What follows belongs to an exercise in optimizing a design on an open flow for small area and a short achievable clock period; a production flow would make more cautious choices. For this run, only the layout was checked, not whether the RTL still works. Power is estimated from default activity; no workload was simulated.

==> flow/config.mk <==
export PLATFORM = sky130hd
export DESIGN_NAME = vx_conv
export DESIGN_NICKNAME = vx_conv
export VERILOG_FILES = /design/flow/design.v
export SDC_FILE = /design/flow/constraint.sdc
export NUM_CORES = 4
export LEC_CHECK = 0
export ABC_CLOCK_PERIOD_IN_PS = 10000
export CAP_MARGIN = 20
export CORE_MARGIN = 2
export CORE_UTILIZATION = 40
export SLEW_MARGIN = 20
==> flow/constraint.sdc <==
create_clock -name core_clock -period 28.0 [get_ports {clk}]
set_input_delay 5.6000 -clock core_clock [delete_from_list [all_inputs] [get_ports {clk}]]
set_output_delay 5.6000 -clock core_clock [all_outputs]
set_load 0.01 [all_outputs]
==> flow/design.v <==
module vx_conv (
    input  wire        clk,
    input  wire        rst,         
    input  wire        in_valid,
    input  wire [3:0]  in_src_fmt,
    input  wire [3:0]  in_dst_fmt,
    input  wire        in_blk,      
    input  wire [7:0]  in_s1,       
    input  wire [31:0] in_s2,       
    input  wire [31:0] in_data,     
    output reg         out_valid,
    output reg  [31:0] out_data,    
    output reg         out_sat,     
    output reg         out_nan,     
    output reg         out_rsv,     
    output reg         out_scale_inv,  
    output reg         out_err      
);
    localparam [3:0] F_FP32  = 4'h0, F_BF16 = 4'h1, F_FP16 = 4'h2,
                     F_FP8E4 = 4'h3, F_FP8E5 = 4'h4, F_INT8 = 4'h5,
                     F_FP4   = 4'h6, F_INT4  = 4'h7, F_T2   = 4'hA,
                     F_B1    = 4'hB;
    reg        r_valid;
    reg [3:0]  r_src, r_dst;
    reg        r_blk;
    reg [7:0]  r_s1;
    reg [31:0] r_s2, r_data;
    always @(posedge clk) begin
        if (rst) r_valid <= 1'b0;
        else     r_valid <= in_valid;
        r_src  <= in_src_fmt;
        r_dst  <= in_dst_fmt;
        r_blk  <= in_blk;
        r_s1   <= in_s1;
        r_s2   <= in_s2;
        r_data <= in_data;
    end
    wire s_fp32 = (r_src == F_FP32);
    wire s_bf16 = (r_src == F_BF16);
    wire s_fp16 = (r_src == F_FP16);
    wire s_e4   = (r_src == F_FP8E4);
    wire s_e5   = (r_src == F_FP8E5);
    wire s_i8   = (r_src == F_INT8);
    wire s_fp4  = (r_src == F_FP4);
    wire s_i4   = (r_src == F_INT4);
    wire s_t2   = (r_src == F_T2);
    wire s_b1   = (r_src == F_B1);
    wire src_ok = !r_src[3] || (r_src[3:1] == 3'b101);
    wire dst_ok = !r_dst[3] || (r_dst[3:1] == 3'b101);
    wire err    = !src_ok || !dst_ok;
    wire scaled = s_fp4 || s_i4 || s_t2 || (r_blk && (s_e4 || s_e5));
    wire [7:0] d8 = r_data[7:0];
    reg  [7:0]  a_ef;      
    reg  [23:0] a_sig;     
    always @* begin
        a_ef   = 8'd0;
        a_sig  = 24'd0;
        if (scaled) begin
            a_ef  = r_s2[30:23];
            a_sig = {1'b0, r_s2[22:0]};
        end else if (s_fp32) begin
            a_ef  = r_data[30:23];
            a_sig = {1'b0, r_data[22:0]};
        end else if (s_bf16) begin
            a_ef  = r_data[14:7];
            a_sig = {1'b0, r_data[6:0], 16'd0};
        end else if (s_fp16) begin
            a_ef  = {3'd0, r_data[14:10]};
            a_sig = {1'b0, r_data[9:0], 13'd0};
        end else if (s_e4) begin
            a_ef  = {4'd0, d8[6:3]};
            a_sig = {1'b0, d8[2:0], 20'd0};
        end else if (s_e5) begin
            a_ef  = {3'd0, d8[6:2]};
            a_sig = {1'b0, d8[1:0], 21'd0};
        end else if (s_i8) begin
            a_sig = {(d8[7] ? (~d8 + 8'd1) : d8), 16'd0};
        end else begin  
            a_sig = {1'b1, 23'd0};
        end
    end
    wire        a_h  = (a_ef != 8'd0);
    wire [23:0] a_v  = a_sig | {a_h, 23'd0};
    wire [7:0]  a_e1 = {a_ef[7:1], a_ef[0] | (!a_h && !s_i8 && !s_b1)};
    reg  [4:0]  lza;
    integer     i;
    always @* begin
        lza = 5'd0;
        for (i = 0; i < 24; i = i + 1)
            if (a_v[i]) lza = 5'd23 - i[4:0];
    end
    wire        a_zero = (a_v == 24'd0);
    wire [23:0] a_n    = a_v << lza;
    reg  [3:0]  c_sig;
    reg  [4:0]  c_e1;      
    always @* begin
        c_sig = 4'd0;
        c_e1  = 5'd0;
        if (s_e4) begin
            c_sig = {d8[6:3] != 4'd0, d8[2:0]};
            c_e1  = {1'b0, d8[6:4], d8[3] | (d8[6:3] == 4'd0)};
        end else if (s_e5) begin
            c_sig = {1'b0, d8[6:2] != 5'd0, d8[1:0]};
            c_e1  = {d8[6:3], d8[2] | (d8[6:2] == 5'd0)};
        end else if (s_fp4) begin
            c_sig = {2'b00, d8[2:1] != 2'd0, d8[0]};
            c_e1  = {3'd0, d8[2], d8[1] | !d8[2]};
        end else if (s_i4) begin
            c_sig = d8[3] ? (~d8[3:0] + 4'd1) : d8[3:0];
        end else begin  
            c_sig = {3'd0, d8[0]};
        end
    end
    wire [3:0]  s1_sig = {r_s1[6:3] != 4'd0, r_s1[2:0]};
    wire [3:0]  s1_e1  = {r_s1[6:4], r_s1[3] | (r_s1[6:3] == 4'd0)};
    wire [7:0]  b_v = c_sig * s1_sig;
    reg  [2:0]  lzb;
    always @* begin
        lzb = 3'd0;
        for (i = 0; i < 8; i = i + 1)
            if (b_v[i]) lzb = 3'd7 - i[2:0];
    end
    wire [7:0]  b_n = b_v << lzb;
    wire signed [9:0] x_emin =
        (r_dst == F_FP32 || r_dst == F_BF16)  ? -10'sd126 :
        (r_dst == F_FP16 || r_dst == F_FP8E5) ? -10'sd14  :
        (r_dst == F_FP8E4) ? -10'sd6 :
        (r_dst == F_INT8)  ? 10'sd7  :
        (r_dst == F_INT4)  ? 10'sd3  :
        (r_dst == F_T2)    ? 10'sd1  : 10'sd0;
    reg  signed [9:0] x_src;
    always @* begin
        x_src = 10'sd0;
        if (scaled) begin
            if (s_e4)       x_src = 10'sd127 + 10'sd13;
            else if (s_e5)  x_src = 10'sd127 + 10'sd20;
            else if (s_fp4) x_src = 10'sd127 + 10'sd5;
            else            x_src = 10'sd127 + 10'sd3;
        end else if (s_fp32 || s_bf16) x_src = 10'sd127;
        else if (s_fp16 || s_e5)       x_src = 10'sd15;
        else if (s_e4)                 x_src = 10'sd7;
        else if (s_i8)                 x_src = -10'sd7;
        else                           x_src = 10'sd0;
    end
    wire [4:0]  c_x  = scaled ? c_e1 : 5'd0;
    wire [3:0]  s1_x = scaled ? s1_e1 : 4'd0;
    wire [2:0]  lzb_x = scaled ? lzb : 3'd0;
    wire signed [9:0] xx = x_emin + x_src - $signed({2'b00, a_e1}) - $signed({5'd0, c_x})
                         - $signed({6'd0, s1_x}) + $signed({5'd0, lza}) + $signed({7'd0, lzb_x});
    wire d_nan32 = (r_data[30:23] == 8'hFF) && (r_data[22:0] != 23'd0);
    wire d_inf32 = (r_data[30:23] == 8'hFF) && (r_data[22:0] == 23'd0);
    wire d_nanbf = (r_data[14:7] == 8'hFF) && (r_data[6:0] != 7'd0);
    wire d_infbf = (r_data[14:7] == 8'hFF) && (r_data[6:0] == 7'd0);
    wire d_nan16 = (r_data[14:10] == 5'h1F) && (r_data[9:0] != 10'd0);
    wire d_inf16 = (r_data[14:10] == 5'h1F) && (r_data[9:0] == 10'd0);
    wire d_nane4 = (d8[6:0] == 7'h7F);
    wire d_nane5 = (d8[6:2] == 5'h1F) && (d8[1:0] != 2'd0);
    wire d_infe5 = (d8[6:2] == 5'h1F) && (d8[1:0] == 2'd0);
    reg c_nan, c_inf, c_sign;
    always @* begin
        c_nan  = 1'b0;
        c_inf  = 1'b0;
        c_sign = 1'b0;
        case (r_src)
            F_FP32:  begin c_nan = d_nan32; c_inf = d_inf32; c_sign = r_data[31]; end
            F_BF16:  begin c_nan = d_nanbf; c_inf = d_infbf; c_sign = r_data[15]; end
            F_FP16:  begin c_nan = d_nan16; c_inf = d_inf16; c_sign = r_data[15]; end
            F_FP8E4: begin c_nan = d_nane4; c_sign = d8[7]; end
            F_FP8E5: begin c_nan = d_nane5; c_inf = d_infe5; c_sign = d8[7]; end
            F_INT8:  c_sign = d8[7];
            F_FP4:   c_sign = d8[3];
            F_INT4:  c_sign = d8[3];
            F_T2:    c_sign = (d8[1:0] == 2'b11);
            F_B1:    c_sign = ~d8[0];
            default: ;
        endcase
    end
    wire c_rsv  = s_t2 && (d8[1:0] == 2'b10);
    wire s1_zero    = (r_s1 == 8'h00);
    wire s1_invalid = r_s1[7] || (r_s1 == 8'h7F);
    wire s2_nan  = (r_s2[30:23] == 8'hFF) && (r_s2[22:0] != 23'd0);
    wire s2_inf  = (r_s2[30:23] == 8'hFF) && (r_s2[22:0] == 23'd0);
    wire s2_zero = (r_s2[30:0] == 31'd0);
    wire c_zero  = (c_sig == 4'd0);
    reg v_nan, v_inf, v_sign, v_zero, v_sinv;
    always @* begin
        v_sinv = 1'b0;
        if (!scaled) begin
            v_nan  = c_nan;
            v_inf  = c_inf;
            v_sign = c_sign;
            v_zero = a_zero;
        end else if (s1_zero) begin
            v_nan  = 1'b0;
            v_inf  = 1'b0;
            v_sign = 1'b0;
            v_zero = 1'b1;
        end else if (s1_invalid) begin
            v_nan  = 1'b1;
            v_inf  = 1'b0;
            v_sign = 1'b0;
            v_zero = 1'b0;
            v_sinv = 1'b1;
        end else begin
            v_nan  = c_nan || s2_nan || (c_inf && s2_zero) || (s2_inf && c_zero);
            v_inf  = c_inf || s2_inf;
            v_sign = c_sign ^ r_s2[31];
            v_zero = c_zero || s2_zero;
        end
    end
    reg        p2_valid;
    reg [22:0] p2_a;
    reg [6:0]  p2_b;
    reg signed [9:0] p2_x;
    reg [3:0]  p2_dst;
    reg        p2_nan, p2_inf, p2_sign, p2_zero, p2_sinv, p2_rsv, p2_err;
    always @(posedge clk) begin
        if (rst) p2_valid <= 1'b0;
        else     p2_valid <= r_valid;
        p2_a    <= a_n[22:0];
        p2_b    <= scaled ? b_n[6:0] : 7'd0;
        p2_x    <= xx;
        p2_dst  <= r_dst;
        p2_nan  <= v_nan;
        p2_inf  <= v_inf;
        p2_sign <= v_sign;
        p2_zero <= v_zero;
        p2_sinv <= v_sinv;
        p2_rsv  <= c_rsv;
        p2_err  <= err;
    end
    wire [31:0] prod = {1'b1, p2_a} * {1'b1, p2_b};
    wire        p31  = prod[31];
    wire [4:0]  t_mb =
        (p2_dst == F_FP32)  ? 5'd23 :
        (p2_dst == F_BF16 || p2_dst == F_INT8) ? 5'd7 :
        (p2_dst == F_FP16)  ? 5'd10 :
        (p2_dst == F_FP8E4 || p2_dst == F_INT4) ? 5'd3 :
        (p2_dst == F_FP8E5) ? 5'd2 :
        (p2_dst == F_FP4 || p2_dst == F_T2) ? 5'd1 : 5'd0;
    wire [7:0]  t_fmax =
        (p2_dst == F_FP32 || p2_dst == F_BF16)  ? 8'd254 :
        (p2_dst == F_FP16 || p2_dst == F_FP8E5) ? 8'd30  :
        (p2_dst == F_FP8E4) ? 8'd15 :
        (p2_dst == F_FP4)   ? 8'd3  : 8'd0;
    wire [4:0]  t_base = 5'd23 - t_mb;
    wire signed [9:0] sdd = p2_x + $signed({5'd0, t_base});
    wire        sub  = (p2_x > 10'sd0);
    wire [4:0]  s_n  = t_base + {4'd0, p31};
    wire [4:0]  s_sh = !sub ? s_n : ((sdd > 10'sd31) ? 5'd31 : sdd[4:0]);
    wire signed [9:0] ebn  = 10'sd1 - p2_x + $signed({9'd0, p31});
    wire        norm = (p2_x <= 10'sd0) || (p2_x == 10'sd1 && p31);
    wire        i_big = (p2_x < 10'sd0) || (p2_x == 10'sd0 && p31);
    reg        p3_valid;
    reg [25:0] p3_x;
    reg        p3_st;
    reg [4:0]  p3_sh;
    reg        p3_norm;
    reg [7:0]  p3_ebn;
    reg        p3_ovf0, p3_eqm;
    reg        p3_ibig;
    reg [3:0]  p3_dst;
    reg        p3_nan, p3_inf, p3_sign, p3_zero, p3_sinv, p3_rsv, p3_err;
    always @(posedge clk) begin
        if (rst) p3_valid <= 1'b0;
        else     p3_valid <= p2_valid;
        p3_x     <= prod[31:6];
        p3_st    <= |prod[5:0];
        p3_sh    <= s_sh;
        p3_norm  <= norm;
        p3_ebn   <= ebn[7:0];
        p3_ovf0  <= ebn > $signed({2'b00, t_fmax});
        p3_eqm   <= ebn == $signed({2'b00, t_fmax});
        p3_ibig  <= i_big;
        p3_dst   <= p2_dst;
        p3_nan   <= p2_nan;
        p3_inf   <= p2_inf;
        p3_sign  <= p2_sign;
        p3_zero  <= p2_zero;
        p3_sinv  <= p2_sinv;
        p3_rsv   <= p2_rsv;
        p3_err   <= p2_err;
    end
    wire [25:0] xs = p3_x >> p3_sh;
    wire [25:0] lost_mask = ~(26'h3FFFFFF << p3_sh);
    wire        stick = p3_st || |(p3_x & lost_mask);
    wire [24:0] rq    = xs[25:1];
    wire        rbit  = xs[0];
    wire [24:0] rqi   = rq + {24'd0, rbit & (stick | rq[0])};
    reg        p4_valid;
    reg [24:0] p4_rqi;
    reg        p4_norm;
    reg [7:0]  p4_ebn;
    reg        p4_ovf0, p4_eqm;
    reg        p4_ibig;
    reg [3:0]  p4_dst;
    reg        p4_nan, p4_inf, p4_sign, p4_zero, p4_sinv, p4_rsv, p4_err;
    always @(posedge clk) begin
        if (rst) p4_valid <= 1'b0;
        else     p4_valid <= p3_valid;
        p4_rqi   <= rqi;
        p4_norm  <= p3_norm;
        p4_ebn   <= p3_ebn;
        p4_ovf0  <= p3_ovf0;
        p4_eqm   <= p3_eqm;
        p4_ibig  <= p3_ibig;
        p4_dst   <= p3_dst;
        p4_nan   <= p3_nan;
        p4_inf   <= p3_inf;
        p4_sign  <= p3_sign;
        p4_zero  <= p3_zero;
        p4_sinv  <= p3_sinv;
        p4_rsv   <= p3_rsv;
        p4_err   <= p3_err;
    end
    reg         carry, hid;
    always @* begin
        carry = 1'b0;
        hid   = 1'b0;
        case (p4_dst)
            F_FP32:  begin carry = p4_rqi[24]; hid = p4_rqi[23]; end
            F_BF16:  begin carry = p4_rqi[8];  hid = p4_rqi[7];  end
            F_FP16:  begin carry = p4_rqi[11]; hid = p4_rqi[10]; end
            F_FP8E4: begin carry = p4_rqi[4];  hid = p4_rqi[3];  end
            F_FP8E5: begin carry = p4_rqi[3];  hid = p4_rqi[2];  end
            F_FP4:   begin carry = p4_rqi[2];  hid = p4_rqi[1];  end
            default: ;
        endcase
    end
    wire [7:0]  fe         = p4_ebn + {7'd0, carry};
    wire [7:0]  f_ebits    = p4_norm ? fe : {7'd0, hid};
    wire        f_ovf      = !p4_zero && p4_norm &&
                             (p4_ovf0 || (p4_eqm && (carry ||
                              ((p4_dst == F_FP8E4) && (p4_rqi[2:0] == 3'b111)))));
    wire        i_big3 = p4_ibig;
    wire [8:0]  i_mag  = p4_rqi[8:0];
    reg  [31:0] res;
    reg         sat, nanev;
    always @* begin
        res   = 32'd0;
        sat   = 1'b0;
        nanev = 1'b0;
        case (p4_dst)
            F_FP32: begin
                if (p4_nan)       res = 32'h7FC00000;
                else if (p4_inf)  res = {p4_sign, 8'hFF, 23'd0};
                else if (f_ovf)  begin res = {p4_sign, 8'hFE, 23'h7FFFFF}; sat = 1'b1; end
                else if (p4_zero) res = {p4_sign, 31'd0};
                else             res = {p4_sign, f_ebits, p4_rqi[22:0]};
            end
            F_BF16: begin
                if (p4_nan)       res = 32'h7FC0;
                else if (p4_inf)  res = {16'd0, p4_sign, 8'hFF, 7'd0};
                else if (f_ovf)  begin res = {16'd0, p4_sign, 8'hFE, 7'h7F}; sat = 1'b1; end
                else if (p4_zero) res = {16'd0, p4_sign, 15'd0};
                else             res = {16'd0, p4_sign, f_ebits, p4_rqi[6:0]};
            end
            F_FP16: begin
                if (p4_nan)       res = 32'h7E00;
                else if (p4_inf)  res = {16'd0, p4_sign, 5'h1F, 10'd0};
                else if (f_ovf)  begin res = {16'd0, p4_sign, 5'h1E, 10'h3FF}; sat = 1'b1; end
                else if (p4_zero) res = {16'd0, p4_sign, 15'd0};
                else             res = {16'd0, p4_sign, f_ebits[4:0], p4_rqi[9:0]};
            end
            F_FP8E4: begin
                if (p4_nan)       res = 32'h7F;
                else if (p4_inf || f_ovf) begin res = {24'd0, p4_sign, 7'h7E}; sat = 1'b1; end
                else if (p4_zero) res = {24'd0, p4_sign, 7'd0};
                else             res = {24'd0, p4_sign, f_ebits[3:0], p4_rqi[2:0]};
            end
            F_FP8E5: begin
                if (p4_nan)       res = 32'h7E;
                else if (p4_inf)  res = {24'd0, p4_sign, 5'h1F, 2'd0};
                else if (f_ovf)  begin res = {24'd0, p4_sign, 5'h1E, 2'h3}; sat = 1'b1; end
                else if (p4_zero) res = {24'd0, p4_sign, 7'd0};
                else             res = {24'd0, p4_sign, f_ebits[4:0], p4_rqi[1:0]};
            end
            F_FP4: begin
                if (p4_nan)       begin res = 32'h0; nanev = 1'b1; end
                else if (p4_inf || f_ovf) begin res = {28'd0, p4_sign, 3'h7}; sat = 1'b1; end
                else if (p4_zero) res = {28'd0, p4_sign, 3'd0};
                else             res = {28'd0, p4_sign, f_ebits[1:0], p4_rqi[0]};
            end
            F_INT8: begin
                if (p4_nan) begin res = 32'h0; nanev = 1'b1; end
                else if (p4_inf || (!p4_zero && (i_big3 ||
                         (!p4_sign && i_mag > 9'd127) || (p4_sign && i_mag > 9'd128)))) begin
                    res = p4_sign ? 32'h80 : 32'h7F;
                    sat = 1'b1;
                end else if (p4_zero) res = 32'h0;
                else res = {24'd0, p4_sign ? (~i_mag[7:0] + 8'd1) : i_mag[7:0]};
            end
            F_INT4: begin
                if (p4_nan) begin res = 32'h0; nanev = 1'b1; end
                else if (p4_inf || (!p4_zero && (i_big3 ||
                         (!p4_sign && i_mag > 9'd7) || (p4_sign && i_mag > 9'd8)))) begin
                    res = p4_sign ? 32'h8 : 32'h7;
                    sat = 1'b1;
                end else if (p4_zero) res = 32'h0;
                else res = {28'd0, p4_sign ? (~i_mag[3:0] + 4'd1) : i_mag[3:0]};
            end
            F_T2: begin
                if (p4_nan) begin res = 32'h0; nanev = 1'b1; end
                else if (p4_inf || (!p4_zero && (i_big3 || i_mag > 9'd1))) begin
                    res = p4_sign ? 32'h3 : 32'h1;
                    sat = 1'b1;
                end else if (p4_zero || i_mag == 9'd0) res = 32'h0;
                else res = p4_sign ? 32'h3 : 32'h1;
            end
            F_B1: begin
                if (p4_nan) begin res = 32'h1; nanev = 1'b1; end
                else begin
                    res = (p4_sign && !p4_zero) ? 32'h0 : 32'h1;
                    sat = p4_inf;
                end
            end
            default: ;
        endcase
    end
    always @(posedge clk) begin
        if (rst) out_valid <= 1'b0;
        else     out_valid <= p4_valid;
        out_data      <= p4_err ? 32'd0 : res;
        out_sat       <= !p4_err && sat;
        out_nan       <= !p4_err && nanev;
        out_rsv       <= !p4_err && p4_rsv;
        out_scale_inv <= !p4_err && p4_sinv;
        out_err       <= p4_err;
    end
endmodule
==> flow/run.sh <==
#!/bin/bash
# synth_recipe.tcl (not shown) runs the flow's synth.tcl, then flattens the netlist and writes it again
# the make line also repeats each setting of config.mk as NAME=value (left out here)
make -C /OpenROAD-flow-scripts/flow DESIGN_CONFIG=/design/flow/config.mk WORK_HOME=/design/flow/orfs CLKGATE_MAP_FILE= SYNTH_SCRIPT=/design/flow/synth_recipe.tcl finish
==> results.txt <==
==> state kept, by name, indices dropped and copies added (netlist names), 10 cells and up <==
register,cells
r_s2,32
p2_a,23
p4_rqi,25
p3_x,26
out_data,32
p2_x,10
r_data,32
==> cell families after synthesis <==
| kind of cell | count (synthesis) |
|---|---|
| buf+inv | 305 |
| simple gates | 774 |
| fa+ha+maj | 277 |
| compound gates | 529 |
| xor+xnor | 84 |
| mux | 127 |
| flops | 277 |
==> path summary, 6_finish.rpt <==
path,cells after the start,to,slack [ns],from
min,0,p4_ebn[3]$_DFF_P_,0.33,p3_ebn[3]$_DFF_P_
max reg2reg,25,p2_x[9]$_DFF_P_,20.01,r_src[3]$_DFF_P_
min reg2reg,0,p4_ebn[3]$_DFF_P_,0.33,p3_ebn[3]$_DFF_P_
max,25,p2_x[9]$_DFF_P_,20.01,r_src[3]$_DFF_P_
==> layer usage <==
layer,part of all wire,up-vias,global-route usage
met5,0,-,0
li1,-,8365,-
met3,0.048,150,0.0237
met2,0.48,574,0.363
met1,0.43,8493,0.269
met4,0.045,0,0.0880
==> layout by cell type, fill, tap and decap left out, types with 11 or more instances in the layout <==
cell	instances
fa_1	161
a21o_1	31
a211oi_1	15
a22oi_1	30
a31oi_1	19
and3_1	14
mux2i_1	73
a21oi_1	141
or3_1	11
and2_1	136
clkdlybuf4s50_1	121
o21bai_1	11
inv_1	186
o21a_1	16
nand2_1	179
o21ai_0	123
buf_4	25
xnor2_1	55
nor2b_1	51
dfxtp_1	275
ha_1	114
mux4_2	23
nor4_1	23
o22ai_1	23
nor2_1	172
nor3_1	50
nand4_1	12
a22o_1	11
or2_2	20
xor2_1	29
nand3_1	34
a221oi_1	12
clkbuf_16	30
mux2_2	27
nand2b_1	27
==> synthesized netlist by cell type (all sizes together) (14+ instances only) <==
cell type / count
mux4: 23
a21o: 31
o22ai: 23
and2: 136
mux2: 30
a21oi: 141
nor2b: 51
nor2: 173
fa: 161
a221oi: 14
o21ai: 128
dfxtp: 277
xnor2: 55
nor4: 25
nand2b: 27
nand2: 179
ha: 114
nor3: 52
mux2i: 74
a22oi: 30
a31oi: 19
o21a: 16
xor2: 29
a211oi: 16
buf: 36
nand3: 34
and3: 14
clkbuf: 78
or2: 21
inv: 190
==> power by group <==
| part | total (uW) | internal [uW] | switching (uW) |
|---|---|---|---|
| registers | 555 | 462 | 92.3 |
| clock network | 406 | 250 | 157 |
| logic | 662 | 294 | 368 |
==> per-stage QoR <==
stage	util	hold slack [ns]	worst slack, ns
finish	0.458	0.325	20.01
global route	0.458	0.328	19.37
CTS	0.457	0.325	20.09
detailed placement	0.437	0.312	20.10
global placement	0.437	0.311	20.34
floorplan	-	0.310	21.33
==> cell type report <==
cell class / count / area (sq um)
fill: 5058 / 28400
multi-input combinational: 1791 / 14400
sequential: 277 / 5550
timing repair buffer: 146 / 1400
tap: 688 / 861
clock buffer: 41 / 852
inverter: 191 / 719
clock inverter: 14 / 196
==> impl_metrics.yaml <==
yosys:
  synth_edf_count: 0
  synthAdderAreaFrac: 0.221
  ys_top_cells_by_area: "dfxtp_1 (26%), fa_1 (15%), ha_1 (6.7%), and2_1 (4.0%), mux2i_1 (3.5%)"
  synth_area_sq_um: 21200
  synthCells: 2373
  synth_compound_area_frac: 0.162
  ys_seq_area_frac: 0.262
  ys.flop_type: "dfxtp_1"
  async_flop_share: 0
  synth.largest_area_cell: "dfxtp_1"
  synthesis.nets: 2732
  synth.mux.area_fraction: 0.0756
  post-synth-top-area-fraction: 0.262
  synthSimpleGateAreaFrac: 0.187
  synth-xor-area-share: 0.0348
  synth_cell_types: 90
  syn_area_per_cell_sq_um: 8.92
  synth_top_family_by_area: "adder cells"
  ys_ff_latch: 277
  ys_warn_count: 1
cells_and_area:
  areaGrowthSynthToFinish_pct: 13.4
  num_antenna_cells: 0
  drive_gt1_frac: 0.0711
  fin_nets: 2796
  fin_area_sq_um: 24000
  fin_cells: 3148
clocking:
  cts_tree: "built"
  cts_resized: 0
  clkSinkCount: 277
  clock_path_buffers: 3
  clk_pin_slew_ns: 0.06
  ctsRootBufferMaster: "clkbuf_16"
  post_cts_buffers: 0
  postCtsHoldBufs: 0
  clock_latency_ns: 0.58
  cts_buffers: 30
  htreeDepth: 1
detailed_routing:
  viasPerCell: 5.59
  wl_per_cell_um: 18.4
  vias: 17582
  ant_nets: 0
  wl_mm: 58.0
  drc: 0
  drt_first_pass_iters: 6
  drt_iter0_drc: 1184
timing:
  clock_skew_ns: 0.0282
  fin_crit_ns: 7.99
  fmax_ghz: 0.125
  slew_headroom: 0.302
  hold_viol_final: 0
  fin_crit_sh: 0.285
  rsz0062_at_grt: "false"
  setup_viol: 0
  setup_tns_ns: 0
  final_max_slew_viol_count: 0
  worst_slew_pin_slew_ns: 1.05
floorplanning:
  die_w_um: 234
  die_area_sq_um: 54800
  start_util: 0.404
  core_area_sq_um: 52400
  io_pins: 122
  rows: 84
  die_h_um: 234
setup_path:
  slowest_delay_ns: 0.88
  critPathArrivalTime_ns: 8.44
  path_max_fanout: 60
  critPathBufInv: 6
  cpMostUsedCell: "fa_1"
  crit_path_top_delay_cell: "a211o_2"
  worstSetupEndpointType: "flip-flop"
  crit_required_ns: 28.45
  path_class: "flip-flop to flip-flop"
  crit_family: "adder cells"
  cp-start-kind: "flip-flop"
outcome:
  status: "finished clean"
grt:
  grt-ovfl-total: 0
  grt_pass1_vias: 17549
  grt_pass1_wl_mm: 93.5
  grt_max_degree: 61
  antenna_found_initial: 0
  grt.total_usage: 0.211
place:
  portBuffers: 121
  post_dp_cell_area_sq_um: 22900
  dp_hpwl_mm: 45.3
  dp_cells: 3093
  place_congestion: 0.950
hold_path:
  holdCritPathClass: "flip-flop to flip-flop"
power_and_ir_drop:
  irDropWorstVdd_uv: 49.7
  finalPower_uw: 1620
  power-per-cell-area_nw_per_um2: 67.6
  leakage_uw: 0.0103
flow_run:
  drv_cap: 0

==> what the ideal ports hide <==
In the flow no input, the clock included, has a driving cell. The finished layout below was timed again as built, in two steps. Step 1 (the two cells are an assumption about what drives the block):
set clk [get_ports {clk}]
set_driving_cell -lib_cell sky130_fd_sc_hd__clkbuf_16 $clk
set_driving_cell -lib_cell sky130_fd_sc_hd__buf_2 [delete_from_list [all_inputs] $clk]
Step 2, shift: input delay + t, output delay - t, t = (earliest + latest rising clock arrival at the registers) / 2. This alone moves slack from input paths to output paths. Three values: ideal, step 1, step 2; two values: the first two.
t, ns: 0.627
setup WS [ns]: 20.012 / 20.012 / 20.012
pins driven straight from the clock port: 1
After both steps this run still meets setup and hold. For this run, drivers alone change the setup slack by 0.000 ns; drivers and shift together by 0.000 ns.
